Context: an optimization exercise on an open-source flow, tuned for a short achievable clock period and few clock cycles per item. The choices shown serve that exercise and are no tape-out recipe. In this exercise RTL edits were held to simulation tests only and were not proved equivalent to the original. Power and IR drop assume default switching activity.

==> run B <==
// tm_policer
module tm_policer (
    input  wire        clk,
    input  wire        rst,
    input  wire        req_valid,
    output wire        req_ready,
    input  wire        req_write,          
    input  wire [2:0]  req_index,
    input  wire [31:0] req_time,
    input  wire [13:0] req_len,
    input  wire [1:0]  req_colour,
    input  wire [27:0] req_cir,
    input  wire [23:0] req_cbs,
    input  wire [27:0] req_pir,
    input  wire [23:0] req_pbs,
    input  wire [1:0]  req_mode,
    input  wire        req_colour_aware,
    input  wire        req_red_drop,
    output reg         rsp_valid,
    output reg  [1:0]  rsp_colour,
    output reg         rsp_drop,
    output reg         rsp_refused
);
    localparam [27:0] UNSHAPED = 28'hFFF_FFFF;
    localparam [1:0]  GREEN = 2'd0, YELLOW = 2'd1, RED = 2'd2;
    integer i;
    reg        rdy;
    assign req_ready = rdy;
    reg        rst_q;
    always @(posedge clk) rst_q <= rst;
    reg        v0;
    reg        w0;
    reg [31:0] t0;
    reg [13:0] len0;
    reg [1:0]  col0;
    reg [27:0] cir0, pir0;
    reg [23:0] cbs0, pbs0;
    reg [1:0]  mode0;
    reg        caw0, rd0;
    reg [7:0]  oh0;                                 
    reg        ref0;                                
    always @(posedge clk) begin
        oh0   <= 8'd1 << req_index;
  ...
export LEC_CHECK = 0
export ABC_CLOCK_PERIOD_IN_PS = 4000
export CAP_MARGIN = 20
export CORE_MARGIN = 2
export CORE_UTILIZATION = 60
export CTS_CLUSTER_DIAMETER = 100
export CTS_CLUSTER_SIZE = 30
export PLACE_DENSITY = 0.7
export SLEW_MARGIN = 20
create_clock -name core_clock -period 22.0 [get_ports {clk}]
standard.sh (not shown) runs the stock make flow with config.mk's settings and CLKGATE_MAP_FILE= SYNTH_SCRIPT=/design/flow/synth_recipe.tcl, a recipe that flattens the netlist after the stock synthesis.
==> flow/flow/run.sh <==
#!/bin/bash
# Standard layout, with timing repair asked to leave setup slack of at least
# MARGIN ns at the design's clock period, so that the paths are optimised
# well below the period; sizing may change a cell's footprint. Gate cloning
# is off: its clones can be left driving more than their slew limit.
set -euo pipefail
MARGIN=16.5
bash standard.sh SETUP_SLACK_MARGIN=$MARGIN TNS_END_PERCENT=100 MATCH_CELL_FOOTPRINT=0 SKIP_GATE_CLONING=1 finish > standard_flow.log 2>&1
==> run R (differences from run B) <==
--- a/flow/design.v
+++ b/flow/design.v
@@ -38,15 +38,15 @@
     reg        caw0, rd0;
     reg [7:0]  oh0;                                 
     reg        ref0;                                
     always @(posedge clk) begin
         oh0   <= 8'd1 << req_index;
         ref0  <= (req_mode != 2'd3) && (req_cbs == 24'd0 || req_pbs == 24'd0);
         rdy   <= !rst;
-        v0    <= !rst && req_valid && rdy;
+        v0    <= !rst && req_valid && !rst_q;    
         w0    <= req_write;
         t0    <= req_time;
         len0  <= req_len;
         col0  <= req_colour;
         cir0  <= req_cir;
         cbs0  <= req_cbs;
         pir0  <= req_pir;
==> qor summary <==
item                                                             run B                    run R
Leak pwr                                                      79.14 nW                 79.15 nW
M1 GR Usage                                                     0.5336                   0.5238
Seq pwr                                                      0.00634 W                0.00631 W
Filler-free cell count of the finished design                   25.63k                   25.73k
Via count of the first global-routing pass                      150.7k                   152.9k
Detailed-route wire length                                   625000 um                629300 um
# placed instances                                              25.38k                   25.48k
Die height                                                    571.7 um                 574.1 um
Run status                                     complete, no violations  complete, no violations
Share of power burned in registers                               0.558                    0.552
Metal2 WL                                                    267400 um                274100 um
Number of buffers created by CTS                                   149                      146
Mapped Avg Cell Area                                        8.736 um^2               8.778 um^2
Testbench counts of run B, summed over its fixed seeds: cycles 24,048, items 24,000.
Testbench counts of run R, summed over its fixed seeds: cycles 24,048, items 24,000.

==> branch violet <==
RTL: one of the versions met above, not the one the previous note started from.
clock: 22.0 ns
lec_check: 0
abc_clock_period_in_ps: 4000
cap_margin: 20
core_margin: 2
core_utilization: 70
cts_cluster_diameter: 100
cts_cluster_size: 30
place_density: 0.78
slew_margin: 20
Scripts as last shown in full above: flow/flow/run.sh
==> inputs of branch sierra, as changes to branch violet <==
CORE_UTILIZATION = 60   (was 70)
CTS_CLUSTER_DIAMETER = 80   (was 100)
CTS_CLUSTER_SIZE = 20   (was 30)
PLACE_DENSITY = 0.7   (was 0.78)
==> qor summary <==
item	branch sierra	branch violet
End-of-flow core utilization	63.3%	73.2%
Combinational power share	14.1%	14.5%
Die width	574 µm	532 µm
Wire length on met1	258000 µm	238000 µm
Share of power burned in the clock network	33.0%	29.7%
Final HPWL DP	407000 µm	408000 µm
Seq pwr	6.30 mW	6.35 mW
Clock network contribution to total cell area	2.90%	2.20%
Reg2reg start	dt1[28]	dt1[27]
Diodes inserted	22	39
Source-to-sink clock delay at the later pin of the worst-skew pair	0.97 ns	0.93 ns
Fin worst setup slack	16.23 ns	16.24 ns
Largest net degree at the start of global routing	191	193
Run status	finished clean	finished clean
Achievable clock frequency	173 MHz	174 MHz
Non-CTS buffers	428	430
Net switching power	3.57 mW	3.47 mW
Amount of wire on met3 after detailed routing	71800 µm	81800 µm
Number of buffers created by CTS	202	146
Final Hold Slack	0.315 ns	0.297 ns
Die Outline Area	330000 µm²	283000 µm²
Start point of the worst hold path	opbs2[1]	ncbs1[16]
# nets final	23900	23900
Post-route minimum period	5.77 ns	5.76 ns
Worst setup path start	rsp_colour[1]	rsp_refused
Number of DRC markers in iteration 0	18100	19200
Testbench counts of branch violet, summed over its fixed seeds: cycles 24,048, items 24,000.
Testbench counts of branch sierra, summed over its fixed seeds: cycles 24,048, items 24,000.

==> separate check: timing with driven ports <==
Ports are ideal in the flow. The routed layouts listed here were re-timed in OpenROAD. Step 1: set_driving_cell puts a clkbuf_16 on clk and a buf_2 on each other input, an assumption about the parent block. Step 2 times the ports against the registers' clock, not the clock port: input delays grow and output delays shrink by t, the midpoint of the rising clock arrivals with the driver on. a / b / c = ideal / step 1 / step 2; a / b = the first two.
run	t (ns)	slack for setup (ns)	worst setup path at the end	slew at the worst register clock pin (ns)	worst slew at a driven data input, ns
run B	0.988	16.115 / 16.002 / 15.880	input to register	0.12 / 0.12	0.13
run R	0.992	16.233 / 16.119 / 15.717	input to register	0.12 / 0.12	0.10
branch violet	1.008	16.238 / 16.118 / 15.681	input to register	0.12 / 0.12	0.09
branch sierra	1.048	16.226 / 16.110 / 15.668	input to register	0.09 / 0.09	0.10
After both steps setup and hold are still met in every run listed. For branch sierra, which loses most, drivers alone change the setup slack by -0.116 ns; drivers and shift together by -0.558 ns.
